What follows belongs to an exercise in optimizing a design on an open flow for small area, a short achievable clock period and few clock cycles per item; a production flow would make more cautious choices.
Function was checked by simulation only, so behaviour that the tests miss may differ from the original.
No activity file was given, so power comes from the tool's default toggle rates.

==> flow/design.v <==
module press_f0_dec (
    input  wire        clk,
    input  wire        rst,
    input  wire        in_valid,
    output wire        in_ready,
    input  wire [31:0] in_data,
    input  wire        in_last,
    input  wire [31:0] in_base,
    input  wire [31:0] in_first_run,
    input  wire [13:0] in_nw,
    output wire        out_valid,
    input  wire        out_ready,
    output wire [31:0] out_data,
    output wire        out_last
);
    localparam [31:0] NO_RUN = 32'hC000_0000;
    localparam [2:0] MD_VAL  = 3'd0,    
                     MD_GAP  = 3'd1,    
                     MD_BODY = 3'd2,    
                     MD_HEAD = 3'd3,    
                     MD_L    = 3'd4;    
    reg [31:0] w0, w1, w2;
    reg [1:0]  vc;
    reg [4:0]  o;
    reg        got_last;        
    reg        idle;            
    reg [2:0]  md;
    reg        esc;             
    reg [31:0] p, q;
    reg [19:0] ps;
    reg [10:0] need;
    reg [2:0]  body;
    reg [13:0] left;            
    reg [5:0]  mleft;           
    reg [4:0]  npos;            
    reg [10:0] a_m;  reg [4:0] n_m;
    reg [9:0]  a_g;  reg [4:0] n_g;
    reg [25:0] a_s;  reg [4:0] n_s;
    reg [14:0] a_l;  reg [4:0] n_l;
    reg        o_valid;
    reg        o_last;
    reg        o_selp;          
    reg [31:0] h;
    assign out_valid = o_valid;
    assign out_data  = o_selp ? p : h;
    assign out_last  = o_last;
    assign in_ready = !got_last && (vc != 2'd3);
    wire take_in = in_valid && in_ready;
    function [4:0] kof;
        input [25:0] a;
        input [4:0]  n;
        input [4:0]  kmax;
        integer i;
        reg [31:0] t;
        reg done;
        begin
            kof = kmax;
            done = 1'b0;
            for (i = 0; i <= 26; i = i + 1) begin
                t = {27'd0, n} << i;
                if (!done && i <= kmax && t >= {6'd0, a}) begin
                    kof = i[4:0];
                    done = 1'b1;
                end
            end
        end
    endfunction
    wire [4:0] k_m = kof({15'd0, a_m}, n_m, 5'd6);
    wire [4:0] k_g = kof({16'd0, a_g}, n_g, 5'd5);
    wire [4:0] k_s = kof(a_s,          n_s, 5'd26);
    wire [4:0] k_l = kof({11'd0, a_l}, n_l, 5'd15);
    reg [4:0] k;
    always @(*) begin
        case (md)
            MD_VAL:  k = k_m;
            MD_GAP:  k = k_g;
            MD_HEAD: k = k_s;
            default: k = k_l;
        endcase
    end
    wire [63:0] pair = {w1, w0};
    wire [32:0] win  = pair[o +: 33];
    wire has_flag = !esc && (md == MD_VAL || md == MD_HEAD);
    wire flag     = win[0];
    wire [31:0] rw = has_flag ? win[32:1] : win[31:0];
    reg [4:0] q1;
    integer i;
    always @(*) begin
        q1 = 5'd24;
        for (i = 23; i >= 0; i = i - 1)
            if (!rw[i]) q1 = i[4:0];
    end
    wire start_esc = (q1 == 5'd24);
    wire [31:0] v    = rw >> q1 >> 1;
    wire [20:0] low  = v[20:0] & ~(21'h1F_FFFF << k);
    wire [20:0] u_rc = ({16'd0, q1} << k) | low;
    wire [20:0] u    = esc ? win[20:0] : u_rc;
    wire have = (vc[1] || got_last) && !idle;
    wire run  = have && !(o_valid && !out_ready);
    wire [19:0] unz    = u[20:1] ^ {20{u[0]}};        
    wire [4:0]  gidx   = npos + u[4:0];
    wire [31:0] gbit   = 32'd1 << gidx;
    wire [31:0] raw    = win[32:1];
    wire        lit    = has_flag && flag;             
    wire        escnow = !esc && !lit && start_esc && (md != MD_BODY);
    reg  [5:0]  t;           
    reg         emit;        
    reg         emit_p;      
    reg  [31:0] hx;          
    reg  [2:0]  md_n;
    reg  [31:0] p_n, q_n;
    reg  [19:0] ps_n;
    reg  [10:0] need_n;
    reg  [2:0]  body_n;
    reg  [5:0]  mleft_n;
    reg  [4:0]  npos_n;
    reg         upd_m, upd_g, upd_s, upd_l;
    always @(*) begin
        t       = 6'd0;
        emit    = 1'b0;
        emit_p  = 1'b0;
        hx      = raw;
        md_n    = md;
        p_n     = p;
        q_n     = q;
        ps_n    = ps;
        need_n  = need;
        body_n  = body;
        mleft_n = mleft;
        npos_n  = npos;
        upd_m   = 1'b0;
        upd_g   = 1'b0;
        upd_s   = 1'b0;
        upd_l   = 1'b0;
        if (esc || md == MD_BODY)
            t = 6'd32;
        else if (lit)
            t = (md == MD_VAL) ? 6'd1 : 6'd33;
        else if (start_esc)
            t = {5'd0, has_flag} + 6'd24;
        else
            t = {5'd0, has_flag} + {1'b0, q1} + 6'd1 + {1'b0, k};
        case (md)
            MD_VAL: begin
                if (lit) begin
                    p_n    = p ^ q;
                    emit   = 1'b1;
                    emit_p = 1'b1;
                end else if (!escnow) begin
                    upd_m = 1'b1;
                    q_n   = 32'd0;
                    if (u[5:0] == 6'd0) begin
                        emit   = 1'b1;
                        emit_p = 1'b1;
                    end else begin
                        mleft_n = u[5:0];
                        npos_n  = 5'd0;
                        md_n    = MD_GAP;
                    end
                end
            end
            MD_GAP: if (!escnow) begin
                upd_g   = 1'b1;
                p_n     = p ^ gbit;
                q_n     = q | gbit;
                npos_n  = gidx + 5'd1;
                mleft_n = mleft - 6'd1;
                if (mleft == 6'd1) begin
                    emit   = 1'b1;
                    emit_p = 1'b1;
                end
            end
            MD_BODY: begin
                hx     = win[31:0];
                emit   = 1'b1;
                body_n = body - 3'd1;
                if (body == 3'd1)
                    md_n = MD_HEAD;
            end
            MD_HEAD: begin
                if (lit) begin
                    emit = 1'b1;
                    if (raw[31:30] == 2'b00) begin
                        ps_n   = raw[19:0];
                        need_n = {1'b0, raw[29:20]} + 11'd1;
                        md_n   = MD_VAL;
                    end else if (raw[31:30] == 2'b10) begin
                        body_n = 3'd5;
                        md_n   = MD_BODY;
                    end
                end else if (!escnow) begin
                    upd_s = 1'b1;
                    ps_n  = ps + unz;
                    md_n  = MD_L;
                end
            end
            default: if (!escnow) begin        
                upd_l  = 1'b1;
                hx     = {2'b00, u[9:0], ps};
                emit   = 1'b1;
                need_n = {1'b0, u[9:0]} + 11'd1;
                md_n   = MD_VAL;
            end
        endcase
        if (emit_p) begin
            need_n = need - 11'd1;
            md_n   = (need == 11'd1) ? MD_HEAD : MD_VAL;
        end
    end
    wire [6:0] opos = {2'd0, o} + {1'b0, t};
    wire [1:0] pops = run ? opos[6:5] : 2'd0;
    wire       fin  = run && emit && (left == 14'd1);    
    always @(posedge clk) begin
        case (pops)
            2'd0: begin
                if (vc == 2'd0) w0 <= in_data;
                if (vc <= 2'd1) w1 <= in_data;
                if (vc <= 2'd2) w2 <= in_data;
            end
            2'd1: begin
                w0 <= (vc <= 2'd1) ? in_data : w1;
                w1 <= (vc <= 2'd2) ? in_data : w2;
                w2 <= in_data;
            end
            default: begin
                w0 <= (vc <= 2'd2) ? in_data : w2;
                w1 <= in_data;
                w2 <= in_data;
            end
        endcase
        if (idle) begin
            p    <= in_base;
            q    <= 32'd0;
            body <= 3'd0;
            left <= in_nw;
            esc  <= 1'b0;
            if (in_first_run != NO_RUN) begin
                ps   <= in_first_run[19:0];
                need <= {1'b0, in_first_run[29:20]} + 11'd1;
                md   <= MD_VAL;
            end else begin
                ps   <= 20'd0;
                need <= 11'd0;
                md   <= MD_HEAD;
            end
            a_m <= 11'd1; n_m <= 5'd1;
            a_g <= 10'd1; n_g <= 5'd1;
            a_s <= 26'd1; n_s <= 5'd1;
            a_l <= 15'd1; n_l <= 5'd1;
        end else if (run) begin
            esc   <= escnow;
            md    <= md_n;
            p     <= p_n;
            q     <= q_n;
            ps    <= ps_n;
            need  <= need_n;
            body  <= body_n;
            mleft <= mleft_n;
            npos  <= npos_n;
            if (emit) begin
                left   <= left - 14'd1;
                o_selp <= emit_p && (left != 14'd1);
                o_last <= (left == 14'd1);
                if (!emit_p)
                    h <= hx;
                else if (left == 14'd1)
                    h <= p_n;
            end
            if (upd_m) begin
                if (n_m == 5'd31) begin
                    a_m <= (a_m + u[10:0]) >> 1;
                    n_m <= 5'd16;
                end else begin
                    a_m <= a_m + u[10:0];
                    n_m <= n_m + 5'd1;
                end
            end
            if (upd_g) begin
                if (n_g == 5'd31) begin
                    a_g <= (a_g + u[9:0]) >> 1;
                    n_g <= 5'd16;
                end else begin
                    a_g <= a_g + u[9:0];
                    n_g <= n_g + 5'd1;
                end
            end
            if (upd_s) begin
                if (n_s == 5'd31) begin
                    a_s <= (a_s + {5'd0, u}) >> 1;
                    n_s <= 5'd16;
                end else begin
                    a_s <= a_s + {5'd0, u};
                    n_s <= n_s + 5'd1;
                end
            end
            if (upd_l) begin
                if (n_l == 5'd31) begin
                    a_l <= (a_l + u[14:0]) >> 1;
                    n_l <= 5'd16;
                end else begin
                    a_l <= a_l + u[14:0];
                    n_l <= n_l + 5'd1;
                end
            end
        end
        if (rst) begin
            vc       <= 2'd0;
            o        <= 5'd0;
            got_last <= 1'b0;
            idle     <= 1'b1;
            o_valid  <= 1'b0;
        end else begin
            if (fin) begin
                vc       <= 2'd0;
                o        <= 5'd0;
                got_last <= 1'b0;
                idle     <= 1'b1;
            end else begin
                vc <= vc - pops + {1'b0, take_in};
                if (run)
                    o <= opos[4:0];
                if (take_in) begin
                    idle <= 1'b0;
                    if (in_last)
                        got_last <= 1'b1;
                end
            end
            if (run && emit)
                o_valid <= 1'b1;
            else if (out_ready)
                o_valid <= 1'b0;
        end
    end
endmodule
==> flow/run.sh <==
#!/bin/bash
# synth_recipe.tcl (not shown) runs the flow's synth.tcl, then flattens the netlist and writes it again
# the make line also repeats each setting of config.mk as NAME=value (left out here)
make -C /OpenROAD-flow-scripts/flow DESIGN_CONFIG=/design/flow/config.mk WORK_HOME=/design/flow/orfs CLKGATE_MAP_FILE= SYNTH_SCRIPT=/design/flow/synth_recipe.tcl finish
==> flow/config.mk <==
export PLATFORM = sky130hd
export DESIGN_NAME = press_f0_dec
export DESIGN_NICKNAME = press_f0_dec
export VERILOG_FILES = /design/flow/design.v
export SDC_FILE = /design/flow/constraint.sdc
export NUM_CORES = 4
export LEC_CHECK = 0
export CAP_MARGIN = 20
export CORE_MARGIN = 2
export CORE_UTILIZATION = 40
export PLACE_DENSITY = 0.6
export SLEW_MARGIN = 20
==> flow/constraint.sdc <==
create_clock -name core_clock -period 22.0 [get_ports {clk}]
set_input_delay 4.4000 -clock core_clock [delete_from_list [all_inputs] [get_ports {clk}]]
set_output_delay 4.4000 -clock core_clock [all_outputs]
set_load 0.01 [all_outputs]
==> run notes, run 1 <==
status=timing/DRC/antenna clean; Post-synth EDFFs=157; worst skew pair latency=0.62 ns; core area=0.0917 mm2; fin crit period=11.85 ns; antenna cells=0; CP Launch Type=register; LEAKAGE=15.7 nW; DR DRC count=0; final WL=142 mm; first-pass GRT wire length=214 mm; Post-CTS Setup Bufs=0; Worst-path clk slew=0.07 ns; hold slack=0.462 ns; Final Worst Setup Slack=10.15 ns; vias=36,192; Max stage delay cell, worst path=buf_4; clk_skew=0.0286 ns; multi-input logic area=0.0266 mm2; Initial Utilization=0.404; final slew viol count=0; initial antenna violation count=2; Primary FF master, synth=dfxtp_1; IO buf count=149; launch point of the worst hold path=q[19]$_SDFFE_PP0P_; critical path class=register to register; nets@finish=4,950; total iterations of the first detailed-routing run=8; GR Overflow Total=0; Peak VDD IR=0.0547 mV; TritonCTS Buffers=42; share of cells above drive strength 1=0.0995; Overall Global Routing Usage=0.290; dpl cell area=0.0395 mm2; Distinct cells, synth=110; Worst slew margin=0.145; post-synthesis register bit count=349; H-Tree Depth=2; root buffer cell=clkbuf_16; setup tns final=0 ns; Layout fillers=9,119; Ys Warns=1; Final HPWL DP=106 mm; Final ANT Viol Nets=0; Worst Setup SP=o[1]$_SDFFE_PP0P_; Placer Congestion=1.05; Finished Cell Area=0.0409 mm2; worst-path fanout max=53; post-placement worst setup slack=10.24 ns; Storage cell area=0.00857 mm2; Hold WC Path Type=register to register; CTS tree=done; count of final setup violators=0; Die ar.=0.0951 mm2; FMAX=84.4 MHz; Top-Level Pins=150; most frequent cells in the layout=nand2_1 (460), nor2_1 (410), a21oi_1 (366); commonest non-fill, non-tap cell in the layout=nand2_1; largest net degree at the start of global routing=100; crit-path max cell delay=0.81 ns; final hold violation count=0; Area Growth Syn to Fin=10.4%; Worst Setup End Kind=register; Async S/R FF share, synth=0; Die Height=308 um; vias in the first global route=34,016; CP required=22.33 ns; Final Core Density=0.446; Worst Path Arrival=12.18 ns; max_cap viols=0; Die Width=308 um; register area share after synthesis=0.231; unrepaired setup endpoints after global routing=no; CTS max path bufs=3; Clock Sink Count=349; Std-Cell Rows=111; synthesized area per cell=8.32 um2; Via-to-Cell Ratio=6.36; RR Startpoint=o[1]$_SDFFE_PP0P_; reg2reg setup slack=10.15 ns; drt wl/cell=25.0 um; Net Count, Synth=4,935; Post-Syn Area=0.0371 mm2; post-synthesis cell count=4,452; CTS resizes=0; Power Density=101 mW/mm2; Final period util=0.539; initial DRC count=3,993; Post-CTS Hold Fix Bufs=0; slew at the pin with the worst max-slew slack=1.27 ns
## metrics by stage
stage | power, mW | std cells
after CTS | 4.08 | 5686
after global placement | 3.34 | 5608
after floorplan | 2.57 | 4452
final | 4.15 | 5687
after detailed placement | 3.33 | 5608
after global routing | 4.34 | 5687
## worst max-delay path: cells and delay by family (launching register included)
| family | cells | cell delay [ns] |
|---|---|---|
| mux | 1 | 0.66 |
| flops | 1 | 0.60 |
| fa+ha+maj | 3 | 0.99 |
| buf+inv | 6 | 2.98 |
| simple gates | 2 | 1.26 |
| compound gates | 26 | 5.03 |
## state kept, by name, summed over array words and instances (netlist names), 14 cells and up
signal  count
a_l        15
a_s        26
h          32
left       14
p          32
ps         20
q          32
w0         32
w1         32
w2         32
## area by class of cell
cell class,instances,share of cell area
Multi-Input combinational cell,3653,0.650
Sequential cell,349,0.210
Timing Repair Buffer,238,0.0529
Tap cell,1186,0.0363
Clock buffer,59,0.0305
Inverter,183,0.0169
Clock inverter,19,0.00434
## kinds of logic after synthesis
logic type,after synthesis,synth area share
DFF,349,0.231
muxes,363,0.126
and+or+nand+nor,1387,0.174
AOI/OAI and AO/OA,1354,0.246
adders and majority gates,368,0.126
xor gates and xnor gates,181,0.0428
buffers and inverters,450,0.0538
## final timing paths
check,to,depth (start not counted)
max reg2reg,ps[18]$_DFFE_PP_,38
min reg2reg,q[19]$_SDFFE_PP0P_,2
min,q[19]$_SDFFE_PP0P_,2
max,ps[18]$_DFFE_PP_,38
## cell usage after synthesis (all sizes together), types with 22 or more instances
library cell | n | area [um2]
nor4 | 59 | 424
o211ai | 44 | 358
a21o | 46 | 345
o21a | 26 | 195
nand4 | 36 | 225
inv | 177 | 669
a211oi | 78 | 631
buf | 100 | 673
nand2 | 461 | 1730
nor3 | 111 | 602
and2 | 28 | 175
mux4 | 70 | 1580
nor2b | 29 | 181
xnor2 | 133 | 1160
nand3 | 84 | 420
and3 | 33 | 206
xor2 | 48 | 420
nor2 | 416 | 1560
a311oi | 33 | 289
dfxtp | 192 | 3840
o21bai | 45 | 338
a32oi | 26 | 228
o221ai | 32 | 280
mux2 | 117 | 1330
clkbuf | 167 | 627
or3 | 29 | 186
a31oi | 43 | 299
ha | 360 | 4500
o2bb2ai | 41 | 378
mux2i | 176 | 1770
nand2b | 22 | 138
o22ai | 40 | 250
or2 | 22 | 138
edfxtp | 157 | 4710
o21ai | 280 | 1410
a21oi | 367 | 1840
## per-layer routing
layer,global-route usage,part of all wire,vias up
met5,0,0.00016,-
met4,0.115,0.045,4
met3,0.0524,0.087,329
met2,0.451,0.44,1670
met1,0.398,0.43,17337
li1,-,-,16852
## power by group
group	switching [mW]	leakage (nW)	internal [mW]
clock	0.318	0.702	0.414
sequential	0.126	3.14	0.793
combinational	1.60	11.9	0.905
total	2.04	15.7	2.11
Testbench counts, summed over its fixed seeds: cycles 446,943, items 152,338.
==> run 2, diff against run 1 <==
--- a/flow/design.v
+++ b/flow/design.v
@@ -30,3 +30,3 @@
     reg [19:0] ps;
-    reg [10:0] need;
+    reg [9:0]  nrem;            
     reg [2:0]  body;
@@ -39,2 +39,9 @@
     reg [14:0] a_l;  reg [4:0] n_l;
+    reg [5:0]  pu;              
+    reg        pm, pg;          
+    reg        ph;              
+    reg [20:0] zs;              
+    reg        hs;
+    reg [9:0]  zl;              
+    reg        pl, hl;
     reg        o_valid;
@@ -67,6 +74,10 @@
     endfunction
-    wire [4:0] k_m = kof({15'd0, a_m}, n_m, 5'd6);
-    wire [4:0] k_g = kof({16'd0, a_g}, n_g, 5'd5);
-    wire [4:0] k_s = kof(a_s,          n_s, 5'd26);
-    wire [4:0] k_l = kof({11'd0, a_l}, n_l, 5'd15);
+    wire [10:0] am_sum = a_m + {5'd0, pu};
+    wire [9:0]  ag_sum = a_g + {4'd0, pu};
+    wire [10:0] am_eff = !pm ? a_m : ph ? {1'b0, am_sum[10:1]} : am_sum;
+    wire [9:0]  ag_eff = !pg ? a_g : ph ? {1'b0, ag_sum[9:1]}  : ag_sum;
+    wire [4:0] k_m = kof({15'd0, am_eff}, n_m, 5'd6);
+    wire [4:0] k_g = kof({16'd0, ag_eff}, n_g, 5'd5);
+    wire [4:0] k_s = kof(a_s,             n_s, 5'd26);
+    wire [4:0] k_l = kof({11'd0, a_l},    n_l, 5'd15);
     reg [4:0] k;
@@ -99,3 +110,3 @@
     wire run  = have && !(o_valid && !out_ready);
-    wire [19:0] unz    = u[20:1] ^ {20{u[0]}};        
+    wire [19:0] ps_new = ps + (zs[20:1] ^ {20{zs[0]}});    
     wire [4:0]  gidx   = npos + u[4:0];
@@ -105,3 +116,9 @@
     wire        escnow = !esc && !lit && start_esc && (md != MD_BODY);
-    reg  [5:0]  t;           
+    wire        t_rc   = !esc && md != MD_BODY && !lit && !start_esc;
+    wire [6:0]  o_base = {2'd0, o} + {6'd0, has_flag}
+                       + (t_rc ? {2'd0, k} + 7'd1 : 7'd0)
+                       + ((esc || md == MD_BODY) ? 7'd32 : 7'd0)
+                       + ((lit && md == MD_HEAD) ? 7'd32 : 7'd0);
+    wire [6:0]  o_var  = start_esc ? 7'd24 : {2'd0, q1};
+    wire [6:0]  opos   = o_base + ((t_rc || escnow) ? o_var : 7'd0);
     reg         emit;        
@@ -111,4 +128,3 @@
     reg  [31:0] p_n, q_n;
-    reg  [19:0] ps_n;
-    reg  [10:0] need_n;
+    reg  [9:0]  nrem_n;
     reg  [2:0]  body_n;
@@ -118,3 +134,2 @@
     always @(*) begin
-        t       = 6'd0;
         emit    = 1'b0;
@@ -125,4 +140,3 @@
         q_n     = q;
-        ps_n    = ps;
-        need_n  = need;
+        nrem_n  = nrem;
         body_n  = body;
@@ -134,10 +148,2 @@
         upd_l   = 1'b0;
-        if (esc || md == MD_BODY)
-            t = 6'd32;
-        else if (lit)
-            t = (md == MD_VAL) ? 6'd1 : 6'd33;
-        else if (start_esc)
-            t = {5'd0, has_flag} + 6'd24;
-        else
-            t = {5'd0, has_flag} + {1'b0, q1} + 6'd1 + {1'b0, k};
         case (md)
@@ -183,4 +189,3 @@
                     if (raw[31:30] == 2'b00) begin
-                        ps_n   = raw[19:0];
-                        need_n = {1'b0, raw[29:20]} + 11'd1;
+                        nrem_n = raw[29:20];
                         md_n   = MD_VAL;
@@ -192,3 +197,2 @@
                     upd_s = 1'b1;
-                    ps_n  = ps + unz;
                     md_n  = MD_L;
@@ -198,5 +202,5 @@
                 upd_l  = 1'b1;
-                hx     = {2'b00, u[9:0], ps};
+                hx     = {2'b00, u[9:0], ps_new};
                 emit   = 1'b1;
-                need_n = {1'b0, u[9:0]} + 11'd1;
+                nrem_n = u[9:0];
                 md_n   = MD_VAL;
@@ -205,7 +209,6 @@
         if (emit_p) begin
-            need_n = need - 11'd1;
-            md_n   = (need == 11'd1) ? MD_HEAD : MD_VAL;
+            nrem_n = nrem - 10'd1;
+            md_n   = (nrem == 10'd0) ? MD_HEAD : MD_VAL;
         end
     end
-    wire [6:0] opos = {2'd0, o} + {1'b0, t};
     wire [1:0] pops = run ? opos[6:5] : 2'd0;
@@ -230,2 +233,8 @@
         endcase
+        if (pm) a_m <= am_eff;
+        if (pg) a_g <= ag_eff;
+        if (pl) a_l <= hl ? (a_l + {5'd0, zl}) >> 1 : a_l + {5'd0, zl};
+        pm <= 1'b0;
+        pg <= 1'b0;
+        pl <= 1'b0;
         if (idle) begin
@@ -238,3 +247,3 @@
                 ps   <= in_first_run[19:0];
-                need <= {1'b0, in_first_run[29:20]} + 11'd1;
+                nrem <= in_first_run[29:20];
                 md   <= MD_VAL;
@@ -242,3 +251,2 @@
                 ps   <= 20'd0;
-                need <= 11'd0;
                 md   <= MD_HEAD;
@@ -254,4 +262,3 @@
             q     <= q_n;
-            ps    <= ps_n;
-            need  <= need_n;
+            nrem  <= nrem_n;
             body  <= body_n;
@@ -268,37 +275,26 @@
             end
-            if (upd_m) begin
-                if (n_m == 5'd31) begin
-                    a_m <= (a_m + u[10:0]) >> 1;
-                    n_m <= 5'd16;
-                end else begin
-                    a_m <= a_m + u[10:0];
-                    n_m <= n_m + 5'd1;
-                end
-            end
-            if (upd_g) begin
-                if (n_g == 5'd31) begin
-                    a_g <= (a_g + u[9:0]) >> 1;
-                    n_g <= 5'd16;
-                end else begin
-                    a_g <= a_g + u[9:0];
-                    n_g <= n_g + 5'd1;
-                end
-            end
+            if (upd_m || upd_g) begin
+                pu <= u[5:0];
+                pm <= upd_m;
+                pg <= upd_g;
+                ph <= upd_m ? (n_m == 5'd31) : (n_g == 5'd31);
+            end
+            if (upd_m)
+                n_m <= (n_m == 5'd31) ? 5'd16 : n_m + 5'd1;
+            if (upd_g)
+                n_g <= (n_g == 5'd31) ? 5'd16 : n_g + 5'd1;
             if (upd_s) begin
-                if (n_s == 5'd31) begin
-                    a_s <= (a_s + {5'd0, u}) >> 1;
-                    n_s <= 5'd16;
-                end else begin
-                    a_s <= a_s + {5'd0, u};
-                    n_s <= n_s + 5'd1;
-                end
+                zs  <= u;
+                hs  <= (n_s == 5'd31);
+                n_s <= (n_s == 5'd31) ? 5'd16 : n_s + 5'd1;
             end
+            if (md == MD_HEAD && lit && raw[31:30] == 2'b00)
+                ps <= raw[19:0];
             if (upd_l) begin
-                if (n_l == 5'd31) begin
-                    a_l <= (a_l + u[14:0]) >> 1;
-                    n_l <= 5'd16;
-                end else begin
-                    a_l <= a_l + u[14:0];
-                    n_l <= n_l + 5'd1;
-                end
+                ps  <= ps_new;
+                a_s <= hs ? (a_s + {5'd0, zs}) >> 1 : a_s + {5'd0, zs};
+                zl  <= u[9:0];
+                hl  <= (n_l == 5'd31);
+                pl  <= 1'b1;
+                n_l <= (n_l == 5'd31) ? 5'd16 : n_l + 5'd1;
             end
==> run 2 against run 1 <==
Against the previous run:
- still clean on timing, DRC and antenna
- total power up 30%
- sequential power up 21%
- clock skew up 0.029 ns
==> run notes, run 2 <==
Worst Hold End=q[24]$_SDFFE_PP0P_; Clock Sink Count=391 (+12%); commonest non-fill, non-tap cell in the layout=nand2_1; Synth Area in Compound Gates=0.231 (-0.0146); Post-Syn Area=0.0371 mm2 (about the same); critical path class=register to register; post-synthesis cell count=4,319 (-3.0%); final WL=136 mm (-3.9%); slew at the pin with the worst max-slew slack=1.14 ns (-0.129 ns); worst skew pair latency=0.65 ns (+0.03 ns); Top-Level Pins=150 (unchanged); vias=35,506 (-1.9%); largest net degree at the start of global routing=177 (+77%); Final period util=0.451 (-0.0874); Hold Crit Depth=2 (unchanged); Synth area leader=edfxtp_1; top cell type's share of synthesized area=0.159 (+0.0316); IO buf count=149 (unchanged); post-synthesis adder-cell area fraction=0.121 (-0.00507); status=timing/DRC/antenna clean; H-Tree Depth=2 (unchanged); Synth area leaders=edfxtp_1 (16%), ha_1 (11%), dfxtp_1 (11%); Overall Global Routing Usage=0.279 (-0.0117); LEAKAGE=15.7 nW (+0.22%); CP Launch Type=register; CP required=22.36 ns (+0.03 ns); Initial Utilization=0.404 (-0.000598); vias in the first global route=33,592 (-1.2%); Primary FF master, synth=edfxtp_1; synthesized area per cell=8.58 um2 (+3.1%); reg2reg path depth=24 (-37%); GR Overflow Total=0 (unchanged); post-synthesis register bit count=391 (+12%); Post-Synth Simple-Gate Area=0.166 (-0.00852); Worst Path Arrival=10.28 ns (-1.90 ns); CTS max path bufs=3 (unchanged); Worst Setup End Kind=register; Final ANT Viol Nets=0 (unchanged); commonest cells in the netlist=nand2_1 (418), nor2_1 (378), ha_1 (337); worst-path fanout max=55 (+3.8%); CTS tree=done; count of final setup violators=0 (unchanged); Worst slew margin=0.229 (+0.0841); TritonCTS Buffers=50 (+19%); Hold WC Path Type=register to register; main combinational cell family by area after synthesis=compound AO/OA/AOI/OAI gates; RR Startpoint=o[1]$_SDFFE_PP0P_; initial DRC count=4,162 (+4.2%); root buffer cell=clkbuf_16; share of cells above drive strength 1=0.109 (+0.00943); final hold violation count=0 (unchanged); initial antenna violation count=6 (+4); Std-Cell Rows=111 (unchanged); Placer Congestion=1.04 (-1.4%); Post-synth EDFFs=196 (+25%); CTS resizes=0 (unchanged); unrepaired setup endpoints after global routing=no; Peak VDD IR=0.0895 mV (+64%); hold slack=0.474 ns (+0.0130 ns); register area share after synthesis=0.264 (+0.0332); FMAX=101 MHz (+19%); Post-CTS Hold Fix Bufs=0 (unchanged); reg2reg setup slack=12.07 ns (+1.92 ns); Via-to-Cell Ratio=6.30 (-1.1%); worst reg2reg endpoint=h[18]$_DFFE_PP_; nets@finish=4,819 (-2.6%); setup tns final=0 ns (unchanged); Final HPWL DP=101 mm (-4.8%); most frequent cells in the layout=nand2_1 (417), nor2_1 (373), ha_1 (337); Distinct cells, synth=103 (-6.4%); drt wl/cell=24.2 um (-3.1%); total iterations of the first detailed-routing run=8 (unchanged); Net Count, Synth=4,784 (-3.1%); core area=0.0918 mm2 (+0.15%); most frequent cell after synthesis=nand2_1; Post-Synth XOR/XNOR Area=0.0356 (-0.00716); Die Width=308 um (about the same); Die Height=308 um (about the same); fin crit period=9.93 ns (-1.92 ns); Ys Warns=1 (unchanged); max_cap viols=0 (unchanged); first-pass GRT wire length=206 mm (-3.6%); Async S/R FF share, synth=0 (unchanged); Area Growth Syn to Fin=11.9%; final slew viol count=0 (unchanged); Post-CTS Setup Bufs=0 (unchanged); DR DRC count=0 (unchanged); Die ar.=0.0951 mm2 (about the same); mux cell area share after synthesis=0.136 (+0.00952); launch point of the worst hold path=q[24]$_SDFFE_PP0P_; Worst-path clk slew=0.06 ns (about the same); Power Density=130 mW/mm2 (+28%); clk_skew=0.0576 ns (+0.0289 ns)
[run 2: changes by cell type after synthesis, moves of 24 or more]
cell	previous run	this run
a21oi_1	366	278
a31oi_1	41	72
edfxtp_1	157	196
inv_1	170	146
mux2_2	111	153
nand2_1	461	418
nor2_1	416	378
o21ai_0	257	285
o22ai_1	40	96
o2bb2ai_1	38	6
xnor2_1	133	93
[run 2: kinds of logic (layout without fill, tap and decap cells)]
logic type / Yosys count / in the layout
AO/OA/AOI/OAI: 1301 / 1301
other: 1 / 2
adder cells (fa/ha/maj): 350 / 350
AND/OR/NAND/NOR: 1311 / 1311
multiplexers: 404 / 404
buffers and inverters: 412 / 489
XOR/XNOR: 149 / 149
flip-flops: 391 / 391
[run 2: critical path, stage by stage, from the launching register on]
cell and delay (ns):
dfxtp_4 0.82, buf_4 0.79, mux2_2 0.44, mux4_2 0.52, a221oi_2 0.95, a21oi_1 0.09, o31ai_1 0.31, a211oi_2 0.15
a2111oi_4 0.84, nor2_2 0.07, buf_4 0.24, a311oi_2 0.43, a222oi_1 0.22, a32o_1 0.28, a31oi_1 0.50, inv_1 0.35
fa_1 0.51, a21o_1 0.18, a21oi_1 0.17, xnor2_1 0.17, xnor2_2 0.44, or2_0 0.53, o21ai_0 0.21, xnor2_1 0.27
a21oi_1 0.11
[run 2: layout make-up]
class,instances,area [um2]
fill,8966,50300
multi-input combinational,3516,25700
sequential,391,9800
timing repair buffer,244,2220
tap,1243,1560
clock buffer,75,1430
inverter,151,567
clock inverter,19,228
antenna,1,2.50
[run 2: stage by stage]
step | instances | util | power [mW] | instance area, um2 | worst slack, ns
after global routing | 5639 | 0.452 | 5.64 | 41500 | 11.71
after CTS | 5638 | 0.451 | 5.27 | 41400 | 12.39
final | 5640 | 0.452 | 5.40 | 41500 | 12.07
after floorplan | 4319 | - | 3.30 | 37100 | 12.66
after global placement | 5544 | 0.433 | 4.43 | 39800 | 12.49
after detailed placement | 5544 | 0.433 | 4.42 | 39800 | 12.43
[run 2: how the worst max path moves through the flow]
stage,from,endpoint,slack [ns],cells past startpoint
floorplan,pu[0]$_DFFE_PP_,w0[0]$_DFFE_PP_,12.66,33
global placement,pu[0]$_DFFE_PP_,w0[19]$_DFFE_PP_,12.49,33
detailed placement,o[1]$_SDFFE_PP0P_,h[18]$_DFFE_PP_,12.43,25
CTS,o[1]$_SDFFE_PP0P_,h[18]$_DFFE_PP_,12.39,25
global route,o[1]$_SDFFE_PP0P_,p[10]$_DFFE_PP_,11.71,24
finish,o[1]$_SDFFE_PP0P_,h[18]$_DFFE_PP_,12.07,24
[run 2: where the power goes]
part | switching [mW] | internal [mW] | total (mW)
registers | 0.155 | 0.950 | 1.11
clock network | 0.362 | 0.476 | 0.838
logic | 2.29 | 1.16 | 3.46
[run 2: metal layers]
metal | track usage | share of wire | vias to the layer above
met3 | 0.0568 | 0.093 | 336
met4 | 0.125 | 0.049 | 6
met5 | 0 | 0.00023 | -
li1 | - | - | 16463
met2 | 0.436 | 0.44 | 1719
met1 | 0.370 | 0.42 | 16982
Testbench counts of run 2, summed over its fixed seeds: cycles 446,943, items 152,338.

[separate check: timing with driven ports]
The results above use ideal ports. As a check the final layouts listed here were re-extracted and re-timed, cells and wires unchanged. Step 1, drivers: a clkbuf_16 drives clk and a buf_2 each remaining input, both assumed. Step 2 adds t to the input delays and takes it off the output delays; t is the mean of the earliest and latest rising clock arrival at the registers after step 1. Input paths then give back, and output paths get back, about the clock's delay inside the block. Slacks: ideal / step 1 / step 2; pairs: ideal / step 1.
run | shift t [ns] | slack for setup (ns) | hold slack, ns | latest minus earliest clock arrival (ns) | worst data-port slew with drivers (ns)
run 1 | 0.670 | 10.153 / 10.153 / 10.153 | 0.462 / 0.462 / 0.462 | 0.029 / 0.028 | 0.06
run 2 | 0.694 | 12.075 / 12.075 / 12.075 | 0.474 / 0.474 / 0.474 | 0.058 / 0.058 | 0.06
After both steps setup and hold are still met in every run listed.
